Context: an optimization exercise on an open-source flow, tuned for small area, a short achievable clock period and few clock cycles. The choices shown serve that exercise and are no tape-out recipe. No functional check of the RTL was part of any run shown here.

File: flow/config.mk
export PLATFORM = sky130hd
export DESIGN_NAME = dsl_cmac
export DESIGN_NICKNAME = dsl_cmac
export VERILOG_FILES = /design/flow/design.v
export SDC_FILE = /design/flow/constraint.sdc
export NUM_CORES = 8
export LEC_CHECK = 0
export CAP_MARGIN = 20
export CORE_MARGIN = 2
export CORE_UTILIZATION = 40
export CTS_BUF_LIST = sky130_fd_sc_hd__clkbuf_8 sky130_fd_sc_hd__clkbuf_16
export CTS_CLUSTER_DIAMETER = 100
export CTS_CLUSTER_SIZE = 20
export PLACE_DENSITY = 0.6
export SETUP_SLACK_MARGIN = 5.0
export SLEW_MARGIN = 20
export SYNTH_HIERARCHICAL = 1
export SYNTH_MINIMUM_KEEP_SIZE = 0
export TNS_END_PERCENT = 50
File: flow/constraint.sdc
create_clock -name core_clock -period 10.0 [get_ports {clk}]
set_input_delay 2.0000 -clock core_clock [delete_from_list [all_inputs] [get_ports {clk}]]
set_output_delay 2.0000 -clock core_clock [all_outputs]
set_load 0.01 [all_outputs]
File: flow/design.v
module aes_sbox (input wire [7:0] x, output wire [7:0] y);
    wire T1, T2, T3, T4, T5, T7, T9, T11, T12, T13, T16, T18, T19, T21, T22, T27, F0, F1, F2, F3, F4, F5, F6, F7, F8, F9, F10, F11, F12, F13, F14, F15, F16, F17, F18, F19, F20, X0, X1, X2, X3, X4, X5, X6, X7, X8, X9, X10, X11, X12, X13, X14, X15, X16, X17, X18, X19, X20, X21, X22, X23, X24, X25, X26, X27, X28, Pa0, Pa1, Pa2, Po3, M20_l, M20_r, M20, Pa4, Pa5, Pa6, Po7, M21_l, M21_r, M21, Po8, Pa9, Pa10, Pa11, M22_l, M22_r, M22, Pa12, Po13, Pa14, Pa15, M23_l, M23_r, M23, Q0, Q1, Q2, Q3, R0_0, R0_1, Q4, Q5, Q6, Q7, R1_0, R1_1, Q8, Q9, Q10, Q11, R2_0, R2_1, Q12, Q13, Q14, Q15, R3_0, R3_1, Q16, Q17, Q18, Q19, R4_0, R4_1, Q20, Q21, Q22, Q23, R5_0, R5_1, Q24, Q25, Q26, Q27, R6_0, R6_1, Q28, Q29, Q30, Q31, R7_0, R7_1;
    wire E0, E1, E2, E3;
    wire U0 = x[7], U1 = x[6], U2 = x[5], U3 = x[4], U4 = x[3], U5 = x[2], U6 = x[1], U7 = x[0];
    cm_xor2 g_T1 (.a(U0), .b(U3), .y(T1));
    cm_xor2 g_T2 (.a(U0), .b(U5), .y(T2));
    cm_xor2 g_T3 (.a(U0), .b(U6), .y(T3));
    cm_xor2 g_T4 (.a(U3), .b(U5), .y(T4));
    cm_xor2 g_T5 (.a(U4), .b(U6), .y(T5));
    cm_xor2 g_T7 (.a(U1), .b(U2), .y(T7));
    cm_xor2 g_T9 (.a(U7), .b(T7), .y(T9));
    cm_xor2 g_T11 (.a(U1), .b(U5), .y(T11));
    cm_xor2 g_T12 (.a(U2), .b(U5), .y(T12));
    cm_xor2 g_T13 (.a(T3), .b(T4), .y(T13));
    cm_xor2 g_T16 (.a(T5), .b(T12), .y(T16));
    cm_xor2 g_T18 (.a(U3), .b(U7), .y(T18));
    cm_xor2 g_T19 (.a(T7), .b(T18), .y(T19));
    cm_xor2 g_T21 (.a(U6), .b(U7), .y(T21));
    cm_xor2 g_T22 (.a(T7), .b(T21), .y(T22));
    cm_xor2 g_T27 (.a(T1), .b(T12), .y(T27));
    cm_xor2 g_F0 (.a(U0), .b(U4), .y(F0));
    cm_xor2 g_F1 (.a(U1), .b(U4), .y(F1));
    cm_xor2 g_F2 (.a(U3), .b(F0), .y(F2));
    cm_xor2 g_F3 (.a(U3), .b(U4), .y(F3));
    cm_xor2 g_F4 (.a(T7), .b(F3), .y(F4));
    cm_xor2 g_F5 (.a(U0), .b(T4), .y(F5));
    cm_xor2 g_F6 (.a(F1), .b(T3), .y(F6));
    cm_xor2 g_F7 (.a(U2), .b(T5), .y(F7));
    cm_xor2 g_F8 (.a(T4), .b(U6), .y(F8));
    cm_xor2 g_F9 (.a(U2), .b(U3), .y(F9));
    cm_xor2 g_F10 (.a(U5), .b(U6), .y(F10));
    cm_xor2 g_F11 (.a(F9), .b(F10), .y(F11));
    cm_xor2 g_F12 (.a(F0), .b(U7), .y(F12));
    cm_xor2 g_F13 (.a(U0), .b(U1), .y(F13));
    cm_xor2 g_F14 (.a(U4), .b(U7), .y(F14));
    cm_xor2 g_F15 (.a(F13), .b(F14), .y(F15));
    cm_xor2 g_F16 (.a(T7), .b(F14), .y(F16));
    cm_xor2 g_F17 (.a(U5), .b(T18), .y(F17));
    cm_xor2 g_F18 (.a(U5), .b(F14), .y(F18));
    cm_xor2 g_F19 (.a(U1), .b(T21), .y(F19));
    cm_xor2 g_F20 (.a(T11), .b(T21), .y(F20));
    cm_xor2 g_X0 (.a(F1), .b(F2), .y(X0));
    cm_xor2 g_X1 (.a(T27), .b(F1), .y(X1));
    cm_xor2 g_X2 (.a(U7), .b(T13), .y(X2));
    cm_xor2 g_X3 (.a(F19), .b(F10), .y(X3));
    cm_xor2 g_X4 (.a(F19), .b(F11), .y(X4));
    cm_xor2 g_X5 (.a(T18), .b(T22), .y(X5));
    cm_xor2 g_X6 (.a(X5), .b(X1), .y(X6));
    cm_xor2 g_X7 (.a(X0), .b(T27), .y(X7));
    cm_xor2 g_X8 (.a(F6), .b(U7), .y(X8));
    cm_xor2 g_X9 (.a(T2), .b(T16), .y(X9));
    cm_xor2 g_X10 (.a(U2), .b(F20), .y(X10));
    cm_xor2 g_X11 (.a(T18), .b(X8), .y(X11));
    cm_xor2 g_X12 (.a(X0), .b(U0), .y(X12));
    cm_xor2 g_X13 (.a(T7), .b(F0), .y(X13));
    cm_xor2 g_X14 (.a(T27), .b(X12), .y(X14));
    cm_xor2 g_X15 (.a(T5), .b(F17), .y(X15));
    cm_xor2 g_X16 (.a(X3), .b(X9), .y(X16));
    cm_xor2 g_X17 (.a(T27), .b(F14), .y(X17));
    cm_xor2 g_X18 (.a(F11), .b(F1), .y(X18));
    cm_xor2 g_X19 (.a(X13), .b(F8), .y(X19));
    cm_xor2 g_X20 (.a(X2), .b(T2), .y(X20));
    cm_xor2 g_X21 (.a(F13), .b(T7), .y(X21));
    cm_xor2 g_X22 (.a(F19), .b(X7), .y(X22));
    cm_xor2 g_X23 (.a(U7), .b(X1), .y(X23));
    cm_xor2 g_X24 (.a(F7), .b(T19), .y(X24));
    cm_xor2 g_X25 (.a(X22), .b(X1), .y(X25));
    cm_xor2 g_X26 (.a(X3), .b(X15), .y(X26));
    cm_xor2 g_X27 (.a(F13), .b(T18), .y(X27));
    cm_xor2 g_X28 (.a(T21), .b(X18), .y(X28));
    cm_nand2 g_Pa0 (.a(T13), .b(F16), .y(Pa0));
    cm_nand2 g_Pa1 (.a(F4), .b(T4), .y(Pa1));
    cm_nand2 g_Pa2 (.a(U2), .b(F18), .y(Pa2));
    cm_nor2 g_Po3 (.a(F12), .b(F19), .y(Po3));
    cm_xor2 g_M20_l (.a(Pa0), .b(Pa1), .y(M20_l));
    cm_xor2 g_M20_r (.a(Pa2), .b(Po3), .y(M20_r));
    cm_xor2 g_M20 (.a(M20_l), .b(M20_r), .y(M20));
    cm_nand2 g_Pa4 (.a(F0), .b(T5), .y(Pa4));
    cm_nand2 g_Pa5 (.a(T1), .b(F11), .y(Pa5));
    cm_nand2 g_Pa6 (.a(U5), .b(U7), .y(Pa6));
    cm_nor2 g_Po7 (.a(T9), .b(F17), .y(Po7));
    cm_xor2 g_M21_l (.a(Pa4), .b(Pa5), .y(M21_l));
    cm_xor2 g_M21_r (.a(Pa6), .b(Po7), .y(M21_r));
    cm_xor2 g_M21 (.a(M21_l), .b(M21_r), .y(M21));
    cm_nor2 g_Po8 (.a(U6), .b(F15), .y(Po8));
    cm_nand2 g_Pa9 (.a(T1), .b(F1), .y(Pa9));
    cm_nand2 g_Pa10 (.a(F5), .b(F7), .y(Pa10));
    cm_nand2 g_Pa11 (.a(F2), .b(T4), .y(Pa11));
    cm_xor2 g_M22_l (.a(Po8), .b(Pa9), .y(M22_l));
    cm_xor2 g_M22_r (.a(Pa10), .b(Pa11), .y(M22_r));
    cm_xor2 g_M22 (.a(M22_l), .b(M22_r), .y(M22));
    cm_nand2 g_Pa12 (.a(T2), .b(F20), .y(Pa12));
    cm_nor2 g_Po13 (.a(F7), .b(T9), .y(Po13));
    cm_nand2 g_Pa14 (.a(T7), .b(U6), .y(Pa14));
    cm_nand2 g_Pa15 (.a(F6), .b(F8), .y(Pa15));
    cm_xor2 g_M23_l (.a(Pa12), .b(Po13), .y(M23_l));
    cm_xor2 g_M23_r (.a(Pa14), .b(Pa15), .y(M23_r));
    cm_xor2 g_M23 (.a(M23_l), .b(M23_r), .y(M23));
    cm_nand2 g_Q0 (.a(E0), .b(X12), .y(Q0));
    cm_nand2 g_Q1 (.a(E1), .b(X16), .y(Q1));
    cm_nand2 g_Q2 (.a(E2), .b(X13), .y(Q2));
    cm_nand2 g_Q3 (.a(E3), .b(X27), .y(Q3));
    cm_xor2 g_R0_0 (.a(Q0), .b(Q1), .y(R0_0));
    cm_xor2 g_R0_1 (.a(Q2), .b(Q3), .y(R0_1));
    cm_xor2 g_y7 (.a(R0_0), .b(R0_1), .y(y[7]));
    cm_nand2 g_Q4 (.a(E0), .b(X18), .y(Q4));
    cm_nand2 g_Q5 (.a(E1), .b(X21), .y(Q5));
    cm_nand2 g_Q6 (.a(E2), .b(X5), .y(Q6));
    cm_nand2 g_Q7 (.a(E3), .b(X0), .y(Q7));
    cm_xor2 g_R1_0 (.a(Q4), .b(Q5), .y(R1_0));
    cm_xor2 g_R1_1 (.a(Q6), .b(Q7), .y(R1_1));
    cm_xnor2 g_y6 (.a(R1_0), .b(R1_1), .y(y[6]));
    cm_nand2 g_Q8 (.a(E0), .b(X17), .y(Q8));
    cm_nand2 g_Q9 (.a(E1), .b(X1), .y(Q9));
    cm_nand2 g_Q10 (.a(E2), .b(X3), .y(Q10));
    cm_nand2 g_Q11 (.a(E3), .b(X14), .y(Q11));
    cm_xor2 g_R2_0 (.a(Q8), .b(Q9), .y(R2_0));
    cm_xor2 g_R2_1 (.a(Q10), .b(Q11), .y(R2_1));
    cm_xnor2 g_y5 (.a(R2_0), .b(R2_1), .y(y[5]));
    cm_nand2 g_Q12 (.a(E0), .b(X9), .y(Q12));
    cm_nand2 g_Q13 (.a(E1), .b(X24), .y(Q13));
    cm_nand2 g_Q14 (.a(E2), .b(F0), .y(Q14));
    cm_nand2 g_Q15 (.a(E3), .b(X7), .y(Q15));
    cm_xor2 g_R3_0 (.a(Q12), .b(Q13), .y(R3_0));
    cm_xor2 g_R3_1 (.a(Q14), .b(Q15), .y(R3_1));
    cm_xor2 g_y4 (.a(R3_0), .b(R3_1), .y(y[4]));
    cm_nand2 g_Q16 (.a(E0), .b(X8), .y(Q16));
    cm_nand2 g_Q17 (.a(E1), .b(X4), .y(Q17));
    cm_nand2 g_Q18 (.a(E2), .b(X20), .y(Q18));
    cm_nand2 g_Q19 (.a(E3), .b(X19), .y(Q19));
    cm_xor2 g_R4_0 (.a(Q16), .b(Q17), .y(R4_0));
    cm_xor2 g_R4_1 (.a(Q18), .b(Q19), .y(R4_1));
    cm_xor2 g_y3 (.a(R4_0), .b(R4_1), .y(y[3]));
    cm_nand2 g_Q20 (.a(E0), .b(X28), .y(Q20));
    cm_nand2 g_Q21 (.a(E1), .b(X2), .y(Q21));
    cm_nand2 g_Q22 (.a(E2), .b(X11), .y(Q22));
    cm_nand2 g_Q23 (.a(E3), .b(X22), .y(Q23));
    cm_xor2 g_R5_0 (.a(Q20), .b(Q21), .y(R5_0));
    cm_xor2 g_R5_1 (.a(Q22), .b(Q23), .y(R5_1));
    cm_xor2 g_y2 (.a(R5_0), .b(R5_1), .y(y[2]));
    cm_nand2 g_Q24 (.a(E0), .b(X23), .y(Q24));
    cm_nand2 g_Q25 (.a(E1), .b(X11), .y(Q25));
    cm_nand2 g_Q26 (.a(E2), .b(F9), .y(Q26));
    cm_nand2 g_Q27 (.a(E3), .b(X26), .y(Q27));
    cm_xor2 g_R6_0 (.a(Q24), .b(Q25), .y(R6_0));
    cm_xor2 g_R6_1 (.a(Q26), .b(Q27), .y(R6_1));
    cm_xnor2 g_y1 (.a(R6_0), .b(R6_1), .y(y[1]));
    cm_nand2 g_Q28 (.a(E0), .b(X10), .y(Q28));
    cm_nand2 g_Q29 (.a(E1), .b(X25), .y(Q29));
    cm_nand2 g_Q30 (.a(E2), .b(X15), .y(Q30));
    cm_nand2 g_Q31 (.a(E3), .b(X6), .y(Q31));
    cm_xor2 g_R7_0 (.a(Q28), .b(Q29), .y(R7_0));
    cm_xor2 g_R7_1 (.a(Q30), .b(Q31), .y(R7_1));
    cm_xnor2 g_y0 (.a(R7_0), .b(R7_1), .y(y[0]));
    aes_gf16_inv u_inv (.d({M20, M21, M22, M23}), .e({E0, E1, E2, E3}));
endmodule
module aes_gf16_inv (input wire [3:0] d, output wire [3:0] e);
    wire M20 = d[3], M21 = d[2], M22 = d[1], M23 = d[0];
    wire M24 = M22 ^ M23;
    wire M25 = M22 & M20;
    wire M26 = M21 ^ M25;
    wire M27 = M20 ^ M21;
    wire M28 = M23 ^ M25;
    wire M29 = M28 & M27;
    wire M30 = M26 & M24;
    wire M31 = M20 & M23;
    wire M32 = M27 & M31;
    wire M33 = M27 ^ M25;
    wire M34 = M21 & M22;
    wire M35 = M24 & M34;
    wire M36 = M24 ^ M25;
    wire M37 = M21 ^ M29;
    wire M38 = M32 ^ M33;
    wire M39 = M23 ^ M30;
    wire M40 = M35 ^ M36;
    assign e = {M37, M38, M39, M40};
endmodule
module cm_xor2 (input wire a, input wire b, output wire y);
    assign y = a ^ b;
endmodule
module cm_xnor2 (input wire a, input wire b, output wire y);
    assign y = ~(a ^ b);
endmodule
module cm_nand2 (input wire a, input wire b, output wire y);
    assign y = ~(a & b);
endmodule
module cm_nor2 (input wire a, input wire b, output wire y);
    assign y = ~(a | b);
endmodule
module cm_mux2i (input wire a, input wire b, input wire s, output wire y);
    assign y = ~(s ? b : a);
endmodule
module aes_round (
    input  wire [127:0] state_in,
    input  wire [127:0] round_key,
    output wire [127:0] shifted,      
    output wire [127:0] mixed_n       
);
    wire [127:0] sub;
    genvar i, j, b;
    generate
        for (i = 0; i < 16; i = i + 1) begin : g_sub
            aes_sbox u_sbox (.x(state_in[127 - 8*i -: 8]), .y(sub[127 - 8*i -: 8]));
        end
        for (i = 0; i < 16; i = i + 1) begin : g_shift
            assign shifted[127 - 8*i -: 8] = sub[127 - 8*(((i / 4 + i % 4) % 4) * 4 + i % 4) -: 8];
        end
        for (i = 0; i < 4; i = i + 1) begin : g_mix
            wire [7:0] a [0:3];
            wire [7:0] p [0:3];
            wire [7:0] x [0:3];
            wire [7:0] q [0:3];
            wire [7:0] k [0:3];
            for (j = 0; j < 4; j = j + 1) begin : g_byte
                assign a[j] = shifted[127 - 32*i - 8*j -: 8];
            end
            for (j = 0; j < 4; j = j + 1) begin : g_col
                for (b = 0; b < 8; b = b + 1) begin : g_bit
                    cm_xor2 u_p (.a(a[j][b]), .b(a[(j + 1) % 4][b]), .y(p[j][b]));
                end
                assign x[j][7] = p[j][6];
                assign x[j][6] = p[j][5];
                assign x[j][5] = p[j][4];
                cm_xor2 u_x4 (.a(p[j][3]), .b(p[j][7]), .y(x[j][4]));
                cm_xor2 u_x3 (.a(p[j][2]), .b(p[j][7]), .y(x[j][3]));
                assign x[j][2] = p[j][1];
                cm_xor2 u_x1 (.a(p[j][0]), .b(p[j][7]), .y(x[j][1]));
                assign x[j][0] = p[j][7];
            end
            for (j = 0; j < 4; j = j + 1) begin : g_out
                for (b = 0; b < 8; b = b + 1) begin : g_bit
                    cm_xor2  u_k (.a(a[(j + 1) % 4][b]), .b(round_key[127 - 32*i - 8*j - (7 - b)]), .y(k[j][b]));
                    cm_xor2  u_q (.a(k[j][b]), .b(p[(j + 2) % 4][b]), .y(q[j][b]));
                    cm_xnor2 u_o (.a(q[j][b]), .b(x[j][b]), .y(mixed_n[127 - 32*i - 8*j - (7 - b)]));
                end
            end
        end
    endgenerate
endmodule
module aes_key_step (
    input  wire [127:0] key_in,
    input  wire [7:0]   rcon,
    output wire [127:0] key_out
);
    wire [31:0] w0 = key_in[127:96];
    wire [31:0] w1 = key_in[95:64];
    wire [31:0] w2 = key_in[63:32];
    wire [31:0] w3 = key_in[31:0];
    wire [31:0] sw;
    aes_sbox u_s0 (.x(w3[23:16]), .y(sw[31:24]));
    aes_sbox u_s1 (.x(w3[15:8]),  .y(sw[23:16]));
    aes_sbox u_s2 (.x(w3[7:0]),   .y(sw[15:8]));
    aes_sbox u_s3 (.x(w3[31:24]), .y(sw[7:0]));
    wire [31:0] w0r = w0 ^ {rcon, 24'd0};
    wire [31:0] c12, c123, n0, n1, n2, n3;
    genvar i;
    generate
        for (i = 0; i < 32; i = i + 1) begin : g_x
            cm_xor2 u_c12  (.a(w1[i]),   .b(w2[i]), .y(c12[i]));
            cm_xor2 u_c123 (.a(c12[i]),  .b(w3[i]), .y(c123[i]));
            cm_xor2 u_n0   (.a(w0r[i]),  .b(sw[i]), .y(n0[i]));
            cm_xor2 u_n1   (.a(n0[i]),   .b(w1[i]), .y(n1[i]));
            cm_xor2 u_n2   (.a(n0[i]),   .b(c12[i]), .y(n2[i]));
            cm_xor2 u_n3   (.a(n0[i]),   .b(c123[i]), .y(n3[i]));
        end
    endgenerate
    assign key_out = {n0, n1, n2, n3};
endmodule
module dsl_cmac (
    input  wire         clk,
    input  wire         rst_n,         
    input  wire         key_load,
    input  wire [127:0] key,
    input  wire         in_valid,
    output wire         in_ready,
    input  wire [31:0]  in_data,
    input  wire         in_last,
    input  wire [1:0]   in_nbytes,     
    output reg          tag_valid,
    output wire [127:0] tag
);
    reg  [127:0] key_r;         
    reg          kz;            
    reg  [127:0] k1;            
    reg  [127:0] aes_st;        
    reg  [127:0] rk;            
    reg  [3:0]   rnd;           
    reg          kmode;         
    reg          waitx;         
    reg          cur_last;      
    reg  [127:0] buf_w;
    reg  [1:0]   bcnt;          
    reg          bfull;         
    reg          bpad;          
    reg          bpad80;        
    reg          blast;         
    reg          bwhole;        
    reg          bkey;          
    reg          c_mix;         
    reg          c_shift;       
    reg          c_hold;        
    reg          c_rk;          
    reg          c_buf;         
    reg          c_ks_key;      
    reg          c_ks_rk;       
    reg          c_kfin;        
    reg          c_kl;          
    reg  [7:0]   rcon;          
    assign in_ready = !bfull && !bpad;
    assign tag      = aes_st;
    wire take = in_valid && in_ready;
    wire [127:0] shifted, mixed_n;
    aes_round u_rd (.state_in(aes_st), .round_key(rk), .shifted(shifted), .mixed_n(mixed_n));
    wire [127:0] k2 = {k1[126:0], 1'b0} ^ (k1[127] ? 128'h87 : 128'h0);
    wire [127:0] bufop = buf_w ^ (blast ? (bwhole ? k1 : k2) : 128'h0);
    wire [127:0] opb = (c_rk ? rk : 128'h0) ^ (c_buf ? bufop : 128'h0);
    wire [127:0] oth = (c_shift ? shifted : 128'h0) | (c_hold ? aes_st : 128'h0);
    wire [127:0] oth_n, st_next;
    genvar gi;
    generate
        for (gi = 0; gi < 128; gi = gi + 1) begin : g_st
            cm_xnor2 u_x (.a(oth[gi]), .b(opb[gi]), .y(oth_n[gi]));
            cm_mux2i u_a (.a(oth_n[gi]), .b(mixed_n[gi]), .s(c_mix), .y(st_next[gi]));
        end
    endgenerate
    wire [127:0] rk_next;
    wire [127:0] ks_in = (c_ks_key ? key_r : 128'h0) | (c_ks_rk ? rk : 128'h0);
    aes_key_step u_ks (.key_in(ks_in), .rcon(rcon), .key_out(rk_next));
    wire [127:0] l_dbl = {aes_st[126:0], 1'b0} ^ (aes_st[127] ? 128'h87 : 128'h0);
    wire fin     = c_shift;     
    wire running = c_rk;        
    wire load    = c_buf;       
    wire restart = key_load || !rst_n;    
    reg  [3:0] n_rnd;
    reg        n_kz, n_kmode, n_waitx, n_cur_last;
    reg  [1:0] n_bcnt;
    reg        n_bfull, n_bpad, n_bpad80, n_blast, n_bwhole, n_bkey;
    always @* begin
        n_kz    = key_load ? 1'b0 : kz;
        n_kmode = load ? bkey : (fin ? 1'b0 : kmode);
        n_rnd   = load ? 4'd1 : ((fin || !running) ? 4'd0 : rnd + 4'd1);
        n_cur_last = load ? blast : cur_last;
        n_waitx = (fin && !cur_last && !kmode && !bfull) ? 1'b1 : (load ? 1'b0 : waitx);
        n_bcnt   = bcnt;
        n_bfull  = bfull;
        n_bpad   = bpad;
        n_bpad80 = bpad80;
        n_blast  = blast;
        n_bwhole = bwhole;
        n_bkey   = bkey;
        if (load) begin
            n_bfull = 1'b0;
            n_blast = 1'b0;
            n_bkey  = 1'b0;
        end else if (take || bpad) begin
            n_bcnt = bcnt + 2'd1;
            if (bcnt == 2'd3) begin
                n_bfull = 1'b1;
                n_bpad  = 1'b0;
            end else if (take && in_last) begin
                n_bpad = 1'b1;
            end
            n_bpad80 = take && in_last && (in_nbytes == 2'd3);
            if (take && in_last) begin
                n_blast  = 1'b1;
                n_bwhole = (bcnt == 2'd3) && (in_nbytes == 2'd3);
            end
        end
        if (restart) begin
            n_rnd = 4'd0;  n_kmode = 1'b0;  n_waitx = 1'b0;  n_cur_last = 1'b0;
            n_bcnt = 2'd0; n_bfull = 1'b0;  n_bpad = 1'b1;   n_bpad80 = 1'b0;
            n_blast = 1'b0; n_bkey = 1'b1;
        end
        if (!rst_n)
            n_kz = 1'b1;
    end
    wire n_fin     = (n_rnd == 4'd10);
    wire n_running = (n_rnd != 4'd0);
    wire n_ld_idle = !n_running && n_bfull && !c_kfin;
    wire n_ld_fin  = n_fin && !n_cur_last && !n_kmode && n_bfull;
    wire n_load    = n_ld_idle || n_ld_fin;
    always @* begin
        case (c_ks_rk ? rnd + 4'd1 : 4'd1)
            4'd1:  rcon = 8'h01;
            4'd2:  rcon = 8'h02;
            4'd3:  rcon = 8'h04;
            4'd4:  rcon = 8'h08;
            4'd5:  rcon = 8'h10;
            4'd6:  rcon = 8'h20;
            4'd7:  rcon = 8'h40;
            4'd8:  rcon = 8'h80;
            4'd9:  rcon = 8'h1b;
            4'd10: rcon = 8'h36;
            default: rcon = 8'h00;
        endcase
    end
    reg [31:0] wpad;            
    always @* begin
        wpad = in_data;
        if (bpad)
            wpad = {bpad80, 31'd0};
        else if (in_last) begin
            case (in_nbytes)
                2'd0: wpad = {in_data[31:24], 8'h80, 16'h0};
                2'd1: wpad = {in_data[31:16], 8'h80, 8'h0};
                2'd2: wpad = {in_data[31:8],  8'h80};
                default: wpad = in_data;
            endcase
        end
    end
    reg [31:0] kword;
    always @* begin
        case (bcnt)
            2'd0: kword = key_r[127:96];
            2'd1: kword = key_r[95:64];
            2'd2: kword = key_r[63:32];
            default: kword = key_r[31:0];
        endcase
        if (kz)
            kword = 32'd0;
    end
    always @(posedge clk) begin
        if (take || bpad)
            buf_w <= {buf_w[95:0], wpad ^ kword};
        aes_st <= st_next;
        rk     <= rk_next;
        if (c_kl)
            k1 <= l_dbl;
    end
    always @(posedge clk) begin
        rnd      <= n_rnd;
        kz       <= n_kz;
        kmode    <= n_kmode;
        waitx    <= n_waitx;
        cur_last <= n_cur_last;
        bcnt     <= n_bcnt;
        bfull    <= n_bfull;
        bpad     <= n_bpad;
        bpad80   <= n_bpad80;
        blast    <= n_blast;
        bwhole   <= n_bwhole;
        bkey     <= n_bkey;
        c_mix    <= n_running && !n_fin;
        c_shift  <= n_fin;
        c_hold   <= n_waitx && !n_running;
        c_rk     <= n_running;
        c_buf    <= n_load;
        c_ks_key <= n_load && !n_kz;
        c_ks_rk  <= !n_load;
        c_kfin   <= n_fin && n_kmode;
        c_kl     <= c_kfin && !restart;
        if (key_load)
            key_r <= key;
        if (!rst_n)
            tag_valid <= 1'b0;
        else
            tag_valid <= fin && cur_last && !kmode;
    end
endmodule
File: flow/flow/run.sh
#!/bin/bash
set -eu -o pipefail
SETUP_MARGIN=${SETUP_MARGIN:-5.6}
bash standard.sh synth > synth.log 2>&1
bash standard.sh "BUFFER_PORTS_ARGS=-buffer_cell sky130_fd_sc_hd__buf_1" \
  "SETUP_SLACK_MARGIN=$SETUP_MARGIN" finish > layout.log 2>&1
File: flow/standard.sh
#!/bin/bash
# synth_recipe.tcl (not shown) runs the flow's synth.tcl, then flattens the netlist and writes it again
# the make line also repeats each setting of config.mk as NAME=value (left out here)
make -C /OpenROAD-flow-scripts/flow DESIGN_CONFIG=/design/flow/config.mk WORK_HOME=/design/flow/orfs CLKGATE_MAP_FILE= SYNTH_SCRIPT=/design/flow/synth_recipe.tcl "${@:-finish}"
==> impl_metrics.toml, run 1 <==
[clock_tree]
cts_htree_levels = 2
clock_sinks = 666
clockBufferDepth = 3
holdBufCountCts = 0
clock_latency_ps = 660
clock-root-buffer = "clkbuf_16"
cts_buffers = 42
path_clk_slew_ps = 80
cts_tree = "yes"

[global_routing]
grt_pass1_wl_mm = 319
grt_pass1_vias = 45883
gr-total-overflow = 0
track_usage = 0.273
antenna_found_initial = 8
grt_max_degree = 235

[timing]
worstMarginPinSlew_ps = 1150
fin_tns_setup_ps = 0
relSlewSlack = 0.235
post-route-period-util = 0.429
rsz0062_at_grt = "yes"
max_freq_mhz = 233
setup_viol = 0
hold-worst-slack_ps = 456
finalMaxSlewViolations = 0
skew_ps = 42.8
fin_crit_ps = 4290
hold_viol_final = 0

[critical_path]
slowest_delay_ps = 480
crit_path_cell_trace = "buf_4, xor2_4, xor2_1, nand2_1, xor2_1, xor2_2, buf_4, nor2b_1, o32a_2, nand2_1, xor2_1, xor2_2, buf_4, xor2_1, xor2_1, xnor2_1, mux2i_1"
slowest_stage = "o32a_2"
critical_path_required_ps = 10470
reg2reg_slack_ps = 5710
cp.arrival_ps = 4760
end_kind = "flop"
setup.worst_path.class = "reg2reg"
cp_max_fo = 11
start_kind = "flop"
cpMostUsedCell = "xor2_1"

[synth]
yosysTopAreaCell = "xor2_1"
yosys_warnings = 8
avgSynthCellArea_sq_um = 9.32
synth_nets = 6851
ys_seq_area_frac = 0.276
yosys_most_used_dff = "edfxtp_1"
yosys-top-cells-area = "xor2_1 (39%), edfxtp_1 (19%), dfxtp_1 (9.0%)"
synth_edf_count = 385
synthCells = 6675
synth.distinct_cells = 51
ys_seq_elements = 666
synth.top_cell.area_share = 0.386
synth_async_sr_flop_share = 0
syn_area_sq_um = 62200

[route]
first_pass_iters = 6
postRouteAntennaNets = 0
vias = 48520
totalWireLength_mm = 227
drtIter0Drc = 5135
wire_per_inst_microns = 25.3
drcViolationCount = 0
vias_per_cell = 5.41

[floorplan]
start_util = 0.404
die_y_microns = 398
rows = 144
core_sq_um = 154000
die_area_sq_um = 159000
chipWidth_microns = 398
io_pins = 297

[cells_and_area]
nFillCells = 14517
drive_gt1_frac = 0.165
synthToLayoutAreaGrowth_pct = 17.0
layout_common_cells = "xor2_1 (2,317), nand2_1 (1,076), edfxtp_1 (385)"
final_nets = 7054
final_common_cell = "xor2_1"
fin_area_sq_um = 72800

[placement]
finalWeightedCongestion = 0.948
port_buffers = 296
postPlaceCellArea_sq_um = 64100
dp_hpwl_mm = 174

[job]
max-cap-violations = 0

[outcome]
outcome = "no timing/DRC/antenna violations"

[worst_hold_path]
hp-class = "reg2reg"
==> flip-flops by register name, indices dropped and copies added, names as in the netlist, 2 cells and up <==
name / flops
aes_st: 128
key_r: 128
rk: 128
buf_w: 128
rnd: 4
bcnt: 2
k1: 128
==> per-layer routing <==
| metal | part of all wire | GRT usage | wire length, microns |
|---|---|---|---|
| met5 | 0 | 0 | 0 |
| met4 | 0.051 | 0.114 | 11500 |
| met1 | 0.42 | 0.363 | 94300 |
| met2 | 0.46 | 0.443 | 105000 |
| met3 | 0.071 | 0.0378 | 16000 |
==> Yosys stat by module, one instance, submodules excluded, a selection <==
module        flops+latches  cells  area (sq um)
cm_nor2                   0      1          3.75
aes_key_step              0      8          70.1
cm_xnor2                  0      1          8.76
cm_nand2                  0      1          3.75
dsl_cmac                666   2279         28700
aes_gf16_inv              0     19           149
cm_xor2                   0      1          8.76
cm_mux2i                  0      1          10.0
==> cells by family (layout without fill, tap and decap cells) <==
group / Yosys count / after routing / synth area share
adders and majority gates: 9 / 9 / 0.00181
AOI/OAI and AO/OA: 699 / 699 / 0.0876
buffers and inverters: 389 / 623 / 0.0386
xor gates and xnor gates: 3119 / 3122 / 0.439
muxes: 259 / 259 / 0.0442
DFF: 666 / 666 / 0.276
and+or+nand+nor: 1534 / 1534 / 0.113
other: 0 / 6 / 0
==> worst paths after layout <==
| path | from | endpoint | depth (start not counted) |
|---|---|---|---|
| worst max-delay path | aes_st[40] | aes_st[122] | 17 |
| worst min-delay path | c_kfin | c_kl | 2 |
| worst max register to register | aes_st[40] | aes_st[122] | 17 |
| worst min register to register | c_kfin | c_kl | 2 |
==> Yosys cell counts (16+ instances only) <==
cell and number:
nand2_1 1077, nor2b_1 83, o22a_1 20, a21boi_0 127, o21a_1 32, buf_4 206, buf_6 20, a222oi_1 32
nand2b_1 30, nor4b_1 40, and3_1 23, nor2_1 129, mux2_2 125, xnor2_1 374, clkbuf_1 129, a22o_1 256
a211o_1 40, and3b_1 126, o21ai_0 131, a21o_1 21, edfxtp_1 385, o32a_1 20, dfxtp_1 281, buf_2 16
xor2_1 2745, mux2i_1 134
==> layout make-up <==
class                   instances  area, sq um  share of cell area
inverters                      12         45.0            0.000619
well taps                    2044         2560              0.0351
multi-input cells            5623        48000               0.659
clock buffers                  47         1160              0.0160
diodes                          6         15.0            0.000206
clock inverters                31          189             0.00260
flip-flops and latches        666        17600               0.241
repair buffers                533         3280              0.0450
==> timing repair <==
item / in CTS / in global routing
endpoints found under the setup margin: 256 / 256
setup buffers: 34 / 147
cloned: 0 / 3
gates resized for setup: 500 / 432
pin swaps: 17 / 97
==> worst max-delay path, delay by kind of cell, from the launching register on <==
family | cells | cell delay, ps
XOR/XNOR | 9 | 2150
buffers and inverters | 3 | 660
AO/OA/AOI/OAI | 1 | 480
AND/OR/NAND/NOR | 3 | 370
flip-flops | 1 | 340
multiplexers | 1 | 110
==> through the flow <==
| step | setup slack [ps] | cells | utilization |
|---|---|---|---|
| final | 5710 | 8962 | 0.472 |
| after global routing | 5500 | 8958 | 0.472 |
| after CTS | 5480 | 8806 | 0.446 |
| after detailed placement | 4250 | 8694 | 0.415 |
| after global placement | 4330 | 8694 | 0.415 |
| after floorplan | 5180 | 6675 | - |
==> run 2, diff against run 1 <==
==> flow/flow/run.sh (replaced) <==
#!/bin/bash
set -eu -o pipefail
SETUP_MARGIN=${SETUP_MARGIN:-5.8}
bash standard.sh synth > synth.log 2>&1
bash standard.sh "BUFFER_PORTS_ARGS=-buffer_cell sky130_fd_sc_hd__buf_1" \
  "SETUP_SLACK_MARGIN=$SETUP_MARGIN" finish > layout.log 2>&1
==> run 2 against run 1 <==
Compared with the run above: still clean on timing, DRC and antenna; cell count is 3.6% higher; routed wire length is 3.6% higher; register-to-register slack better by 90 ps; hold slack hardly changed; synthesized area stayed put; synthesized cell count stayed put; sequential share of layout area is 1.6 points lower; critical path type unchanged.
==> impl_metrics.toml, run 2 <==
[synth]
synth_most_common_cell = "xor2_1"
synth_edf_count = 385
yosys-top-cells-area = "xor2_1 (39%), edfxtp_1 (19%), dfxtp_1 (9.0%)"
synth_async_sr_flop_share = 0
ys_seq_area_frac = 0.276
syn_area_sq_um = 62200
synth.distinct_cells = 51
yosysTopAreaCell = "xor2_1"
synthCells = 6675
yosys_most_used_dff = "edfxtp_1"
ys_seq_elements = 666
synth.top_cell.area_share = 0.386
avgSynthCellArea_sq_um = 9.32
synth_nets = 6851
yosys_warnings = 8
netlist_top_cells_count = "xor2_1 (2,745), nand2_1 (1,077), edfxtp_1 (385)"

[route]
totalWireLength_mm = 235
postRouteAntennaNets = 0
vias_per_cell = 5.40
drcViolationCount = 0
first_pass_iters = 7
wl_met2_mm = 109
wire_per_inst_microns = 25.3
highest-signal-layer = "met4"
wl_met1_mm = 94.1
vias = 50123
wl_met3_mm = 18.9
drtIter0Drc = 4992

[clock_tree]
cts_htree_levels = 2
path_clk_slew_ps = 100
clock-root-buffer = "clkbuf_16"
cts_buffers = 42
cts_tree = "yes"
clockBufferDepth = 3
clock_latency_ps = 660
clock_sinks = 666

[outcome]
outcome = "no timing/DRC/antenna violations"

[cells_and_area]
fin_area_sq_um = 78100
register_area_sq_um = 17600
final_nets = 7374
multiInputGateArea_sq_um = 50400
nFillCells = 13858
fin_cells = 9281
drive_gt1_frac = 0.228
final_common_cell = "xor2_1"
layout_common_cells = "xor2_1 (2,157), nand2_1 (1,075), buf_4 (468)"
synthToLayoutAreaGrowth_pct = 25.5

[floorplan]
die_y_microns = 398
chipWidth_microns = 398
io_pins = 297
die_area_sq_um = 159000
core_sq_um = 154000
rows = 144
start_util = 0.404

[timing]
fin_tns_setup_ps = 0
relSlewSlack = 0.229
post-route-period-util = 0.420
fin_crit_ps = 4200
rsz0062_at_grt = "yes"
worstMarginPinSlew_ps = 1160
hold_viol_final = 0
setup_viol = 0
max_freq_mhz = 238
hold-worst-slack_ps = 456
finalMaxSlewViolations = 0
skew_ps = 43.0

[placement]
postPlaceCellArea_sq_um = 64100
dp.cells = 8694
finalWeightedCongestion = 0.948
port_buffers = 296
dp_hpwl_mm = 174

[critical_path]
critical_path_required_ps = 10520
crit_path_cell_trace = "clkbuf_4, xor2_1, nand2_1, xor2_1, xor2_2, buf_4, a21o_1, a211o_2, nand2_1, xor2_2, xor2_4, buf_12, xor2_4, xor2_1, xnor2_1, mux2i_1"
slowest_stage = "dfxtp_4"
cp.arrival_ps = 4720
slowest_delay_ps = 490
start_kind = "flop"
setup.worst_path.class = "reg2reg"
end_kind = "flop"
cpMostUsedCell = "xor2_1"
cp_max_fo = 8

[global_routing]
grt_max_degree = 235
antenna_found_initial = 7
gr-total-overflow = 0
track_usage = 0.275
grt_pass1_vias = 46515
grt_pass1_wl_mm = 323

[worst_hold_path]
hp-class = "reg2reg"

[job]
max-cap-violations = 0
==> run 2: cell counts after synthesis <==
Identical to the previous run, type by type.
==> run 2: timing repair <==
item,CTS,global route
pin swaps,64,182
hold endpoints to repair,0,0
setup buffers,119,371
endpoints found under the setup margin,256,256
hold buffers,0,0
resized for setup,712,553
gates cloned,1,13
==> run 2: final cells by class <==
type | instances | share of cell area
Clock inverter | 31 | 0.00242
Inverter | 12 | 0.000577
Timing Repair Buffer | 844 | 0.0777
Clock buffer | 47 | 0.0149
Tap cell | 2044 | 0.0327
Multi-Input combinational cell | 5632 | 0.646
Sequential cell | 666 | 0.226
Antenna cell | 5 | 0.000160
==> run 2: cell families after synthesis <==
logic type      after synthesis  synth area share
xor+xnor                   3119             0.439
simple gates               1534             0.113
compound gates              699            0.0876
flops                       666             0.276
buf+inv                     389            0.0386
mux                         259            0.0442
fa+ha+maj                     9           0.00181
==> run 2: worst max-delay path: cells and delay by family, from the launching register on <==
family,cells,cell delay (ps)
AND/OR/NAND/NOR,2,270
AO/OA/AOI/OAI,2,560
buffers and inverters,3,570
XOR/XNOR,8,1870
flip-flops,1,490
multiplexers,1,300
==> run 2: final timing paths <==
check / startpoint / end / slack (ps) / depth (start not counted)
worst min-delay path: c_kfin / c_kl / 460 / 2
worst max-delay path: aes_st[100] / aes_st[73] / 5800 / 16
worst min register to register: c_kfin / c_kl / 460 / 2
worst max register to register: aes_st[100] / aes_st[73] / 5800 / 16
==> run 2: metal layers <==
layer  vias to the layer above  GRT usage
li1                      22512          -
met2                      2213      0.448
met4                         0      0.120
met1                     24932      0.364
met3                       466     0.0398
met5                         -          0
==> run 2: Yosys stat by module, one instance, submodules excluded, excerpt <==
module        flip-flops and latches  cells
cm_mux2i                           0      1
cm_nor2                            0      1
aes_gf16_inv                       0     19
cm_nand2                           0      1
cm_xnor2                           0      1
cm_xor2                            0      1
aes_key_step                       0      8
dsl_cmac                         666   2279
==> run 2: through the flow <==
stage	setup slack, ps	util
after floorplan	5180	-
after global placement	4330	0.415
after detailed placement	4250	0.415
after CTS	5710	0.460
after global routing	5640	0.506
final	5800	0.507
==> run 3, diff against run 2 <==
--- a/flow/design.v
+++ b/flow/design.v
@@ -251,17 +251,18 @@
     aes_sbox u_s1 (.x(w3[15:8]),  .y(sw[23:16]));
     aes_sbox u_s2 (.x(w3[7:0]),   .y(sw[15:8]));
     aes_sbox u_s3 (.x(w3[31:24]), .y(sw[7:0]));
-    wire [31:0] w0r = w0 ^ {rcon, 24'd0};
-    wire [31:0] c12, c123, n0, n1, n2, n3;
+    wire [31:0] d0 = w0 ^ {rcon, 24'd0};
+    wire [31:0] d1, d2, d3, n0, n1, n2, n3;
     genvar i;
     generate
         for (i = 0; i < 32; i = i + 1) begin : g_x
-            cm_xor2 u_c12  (.a(w1[i]),   .b(w2[i]), .y(c12[i]));
-            cm_xor2 u_c123 (.a(c12[i]),  .b(w3[i]), .y(c123[i]));
-            cm_xor2 u_n0   (.a(w0r[i]),  .b(sw[i]), .y(n0[i]));
-            cm_xor2 u_n1   (.a(n0[i]),   .b(w1[i]), .y(n1[i]));
-            cm_xor2 u_n2   (.a(n0[i]),   .b(c12[i]), .y(n2[i]));
-            cm_xor2 u_n3   (.a(n0[i]),   .b(c123[i]), .y(n3[i]));
+            cm_xor2 u_d1 (.a(d0[i]), .b(w1[i]), .y(d1[i]));
+            cm_xor2 u_d2 (.a(d1[i]), .b(w2[i]), .y(d2[i]));
+            cm_xor2 u_d3 (.a(d2[i]), .b(w3[i]), .y(d3[i]));
+            cm_xor2 u_n0 (.a(d0[i]), .b(sw[i]), .y(n0[i]));
+            cm_xor2 u_n1 (.a(d1[i]), .b(sw[i]), .y(n1[i]));
+            cm_xor2 u_n2 (.a(d2[i]), .b(sw[i]), .y(n2[i]));
+            cm_xor2 u_n3 (.a(d3[i]), .b(sw[i]), .y(n3[i]));
         end
     endgenerate
     assign key_out = {n0, n1, n2, n3};
@@ -379,19 +380,20 @@
     wire n_ld_idle = !n_running && n_bfull && !c_kfin;
     wire n_ld_fin  = n_fin && !n_cur_last && !n_kmode && n_bfull;
     wire n_load    = n_ld_idle || n_ld_fin;
+    reg  [7:0] n_rcon;
     always @* begin
-        case (c_ks_rk ? rnd + 4'd1 : 4'd1)
-            4'd1:  rcon = 8'h01;
-            4'd2:  rcon = 8'h02;
-            4'd3:  rcon = 8'h04;
-            4'd4:  rcon = 8'h08;
-            4'd5:  rcon = 8'h10;
-            4'd6:  rcon = 8'h20;
-            4'd7:  rcon = 8'h40;
-            4'd8:  rcon = 8'h80;
-            4'd9:  rcon = 8'h1b;
-            4'd10: rcon = 8'h36;
-            default: rcon = 8'h00;
+        case (n_load ? 4'd1 : n_rnd + 4'd1)
+            4'd1:  n_rcon = 8'h01;
+            4'd2:  n_rcon = 8'h02;
+            4'd3:  n_rcon = 8'h04;
+            4'd4:  n_rcon = 8'h08;
+            4'd5:  n_rcon = 8'h10;
+            4'd6:  n_rcon = 8'h20;
+            4'd7:  n_rcon = 8'h40;
+            4'd8:  n_rcon = 8'h80;
+            4'd9:  n_rcon = 8'h1b;
+            4'd10: n_rcon = 8'h36;
+            default: n_rcon = 8'h00;
         endcase
     end
     reg [31:0] wpad;            
@@ -449,6 +451,7 @@
         c_ks_rk  <= !n_load;
         c_kfin   <= n_fin && n_kmode;
         c_kl     <= c_kfin && !restart;
+        rcon     <= n_rcon;
         if (key_load)
             key_r <= key;
         if (!rst_n)
==> flow/flow/run.sh (replaced) <==
#!/bin/bash
set -eu -o pipefail
SETUP_MARGIN=${SETUP_MARGIN:-5.6}
bash standard.sh synth > synth.log 2>&1
bash standard.sh "BUFFER_PORTS_ARGS=-buffer_cell sky130_fd_sc_hd__buf_1" \
  "SETUP_SLACK_MARGIN=$SETUP_MARGIN" finish > layout.log 2>&1
==> run 3 against run 2 <==
Compared with the run above: sequential cell count grew 8; global-route usage increased by 0.18 points; via count fell by 4.4%; non-clock buffer count fell by 310; register-to-register slack worse by 170 ps; final area shrank 7.4%; die area shrank 0.78%; first-iteration DRC count is 7.5% higher.
==> impl_metrics.toml, run 3 <==
[synth]
yosys-top-cells-area = "xor2_1 (41%), edfxtp_1 (19%), dfxtp_1 (9.4%)"
synthCells = 6705
synth_edf_count = 385
syn_area_sq_um = 61700
synth_nets = 6884
synth_top_family_by_area = "XOR/XNOR gates"
ys_seq_elements = 674
avgSynthCellArea_sq_um = 9.21
synthMuxAreaShare = 0.0413
synth_async_sr_flop_share = 0
synthSimpleGateAreaFrac = 0.111
synth_compound_area_frac = 0.0610
synthAdderAreaFrac = 0.00243
yosysTopAreaCell = "xor2_1"
synth-xor-area-share = 0.465
synth_most_common_cell = "xor2_1"
synth.distinct_cells = 44
synth.top_cell.area_share = 0.412
yosys_most_used_dff = "edfxtp_1"
ys_seq_area_frac = 0.281
yosys_warnings = 8
netlist_top_cells_count = "xor2_1 (2,904), nand2_1 (1,175), edfxtp_1 (385)"

[timing]
fin_crit_ps = 4370
finalMaxSlewViolations = 0
relSlewSlack = 0.243
hold_viol_final = 0
skew_ps = 50.7
rsz0062_at_grt = "yes"
worstMarginPinSlew_ps = 1130
post-route-period-util = 0.437
max_freq_mhz = 229
fin_tns_setup_ps = 0
setup_viol = 0

[cells_and_area]
fin_area_sq_um = 72300
final_common_cell = "xor2_1"
nFillCells = 14329
drive_gt1_frac = 0.148
final_nets = 7105
synthToLayoutAreaGrowth_pct = 17.2
multiInputGateArea_sq_um = 47300
layout_common_cells = "xor2_1 (2,475), nand2_1 (1,175), edfxtp_1 (385)"
register_area_sq_um = 17700

[route]
totalWireLength_mm = 229
vias_per_cell = 5.32
drcViolationCount = 0
wl_met3_mm = 16.9
drtIter0Drc = 5365
first_pass_iters = 8
vias = 47901
wire_per_inst_microns = 25.4
highest-signal-layer = "met4"
wl_met1_mm = 93.0
wl_met2_mm = 104
postRouteAntennaNets = 0

[global_routing]
grt_pass1_wl_mm = 322
grt_pass1_vias = 45944
track_usage = 0.277
antenna_found_initial = 10
gr-total-overflow = 0
grt_max_degree = 78

[critical_path]
r2r_start = "aes_st[6]"
cp.arrival_ps = 4890
crit_path_cell_trace = "xor2_2, xor2_1, nand2_1, xor2_1, xor2_2, buf_4, o22a_1, nand2_1, xor2_1, xnor2_2, xor2_1, xor2_1, xnor2_1, mux2i_1"
cpMostUsedCell = "xor2_1"
cp_max_fo = 8
slowest_stage = "dfxtp_2"
crit_start = "aes_st[6]"
end_kind = "flop"
critical_path_required_ps = 10520
setup.worst_path.class = "reg2reg"
start_kind = "flop"
slowest_delay_ps = 550

[placement]
postPlaceCellArea_sq_um = 63600
port_buffers = 296
dp_hpwl_mm = 177
finalWeightedCongestion = 1.00

[clock_tree]
clock_latency_ps = 680
clock_sinks = 674
clockBufferDepth = 3
cts_htree_levels = 2
path_clk_slew_ps = 100
cts_tree = "yes"
cts_buffers = 43
holdBufCountCts = 0
clock-root-buffer = "clkbuf_16"

[outcome]
outcome = "no timing/DRC/antenna violations"

[floorplan]
core_sq_um = 154000
die_y_microns = 397
die_area_sq_um = 158000
chipWidth_microns = 397
io_pins = 297
rows = 144
start_util = 0.402

[worst_hold_path]
min-delay-start = "bkey"
hp-class = "reg2reg"

[job]
max-cap-violations = 0
run 3: per-module statistics from Yosys (local to each module, per instance), excerpt:
module | cells | area (sq um) | times used
aes_key_step | 8 | 70.1 | 1
cm_xor2 | 1 | 8.76 | 2616
cm_xnor2 | 1 | 8.76 | 336
dsl_cmac | 2277 | 28000 | 1
aes_gf16_inv | 19 | 149 | 20
cm_nor2 | 1 | 3.75 | 80
cm_mux2i | 1 | 10.0 | 128
cm_nand2 | 1 | 3.75 | 880
run 3: layout make-up:
| type | count | share of cell area |
|---|---|---|
| diodes | 1 | 0.0000346 |
| multi-input cells | 5661 | 0.654 |
| inverters | 12 | 0.000709 |
| flip-flops and latches | 674 | 0.245 |
| clock inverters | 31 | 0.00360 |
| repair buffers | 534 | 0.0448 |
| clock buffers | 49 | 0.0165 |
| well taps | 2044 | 0.0354 |
run 3: cells by family after synthesis:
| family | Yosys count |
|---|---|
| xor gates and xnor gates | 3281 |
| muxes | 255 |
| adders and majority gates | 12 |
| DFF | 674 |
| AOI/OAI and AO/OA | 447 |
| buffers and inverters | 374 |
| and+or+nand+nor | 1662 |
run 3: path summary, 6_finish.rpt:
path                               endpoint  slack, ps  cells past startpoint
worst max-delay path            aes_st[125]       5630                     14
worst min-delay path                   bkey        470                      1
worst max register to register  aes_st[125]       5630                     14
worst min register to register         bkey        470                      1
run 3: per-layer routing:
layer	vias up	GRT usage
met5	-	0
met4	0	0.140
met3	444	0.0365
met2	1984	0.443
met1	23771	0.367
li1	21702	-
run 3: critical path, delay by kind of cell (launching register included):
family                    cells  cell delay, ps
xor gates and xnor gates      9            2800
DFF                           1             550
buffers and inverters         1             190
muxes                         1             100
AOI/OAI and AO/OA             1             330
and+or+nand+nor               2             240
run 3: per-stage QoR:
| step | cells | util | setup WS (ps) | hold slack (ps) |
|---|---|---|---|---|
| 2_1_floorplan | 6705 | - | 5560 | 430 |
| 3_3_place_gp | 8742 | 0.414 | 4180 | 459 |
| 3_5_place_dp | 8742 | 0.414 | 4190 | 453 |
| 4_1_cts | 8896 | 0.451 | 5500 | 474 |
| 5_1_grt | 9005 | 0.471 | 5490 | 491 |
| 6_report | 9006 | 0.471 | 5630 | 468 |
run 3: what timing repair did:
item	CTS	global route
setup buffers	74	104
endpoints found under the setup margin	261	258
cloned	0	5
resized for setup	588	338
pin swaps	30	72

re-timing with driven ports:
The flow's constraints put no driver on any port. The routed layouts listed below were extracted and timed again, unchanged, in two steps.
Step 1 sets driving cells, clkbuf_16 on the clock port and buf_2 on the other inputs (assumed; they add their load-dependent delay and slew).
Step 2 also shifts input and output timing later by t, the mid clock arrival at the registers, as if the neighbouring blocks saw the same clock.
a / b / c = ideal ports / drivers / drivers and shift; a / b = the first two.
| run | t, ns | slack for setup (ns) | hold slack, ns | pins driven straight from the clock port |
|---|---|---|---|---|
| run 1 | 0.715 | 5.709 / 5.709 / 5.678 | 0.456 / 0.456 / 0.456 | 1 |
| run 2 | 0.716 | 5.799 / 5.799 / 5.705 | 0.456 / 0.456 / 0.456 | 1 |
| run 3 | 0.730 | 5.626 / 5.626 / 4.973 | 0.468 / 0.468 / 0.468 | 1 |
After both steps setup and hold are still met in every run listed. The setup slack of run 3, which loses most, moves by 0.000 ns with the drivers and by -0.653 ns with both steps.
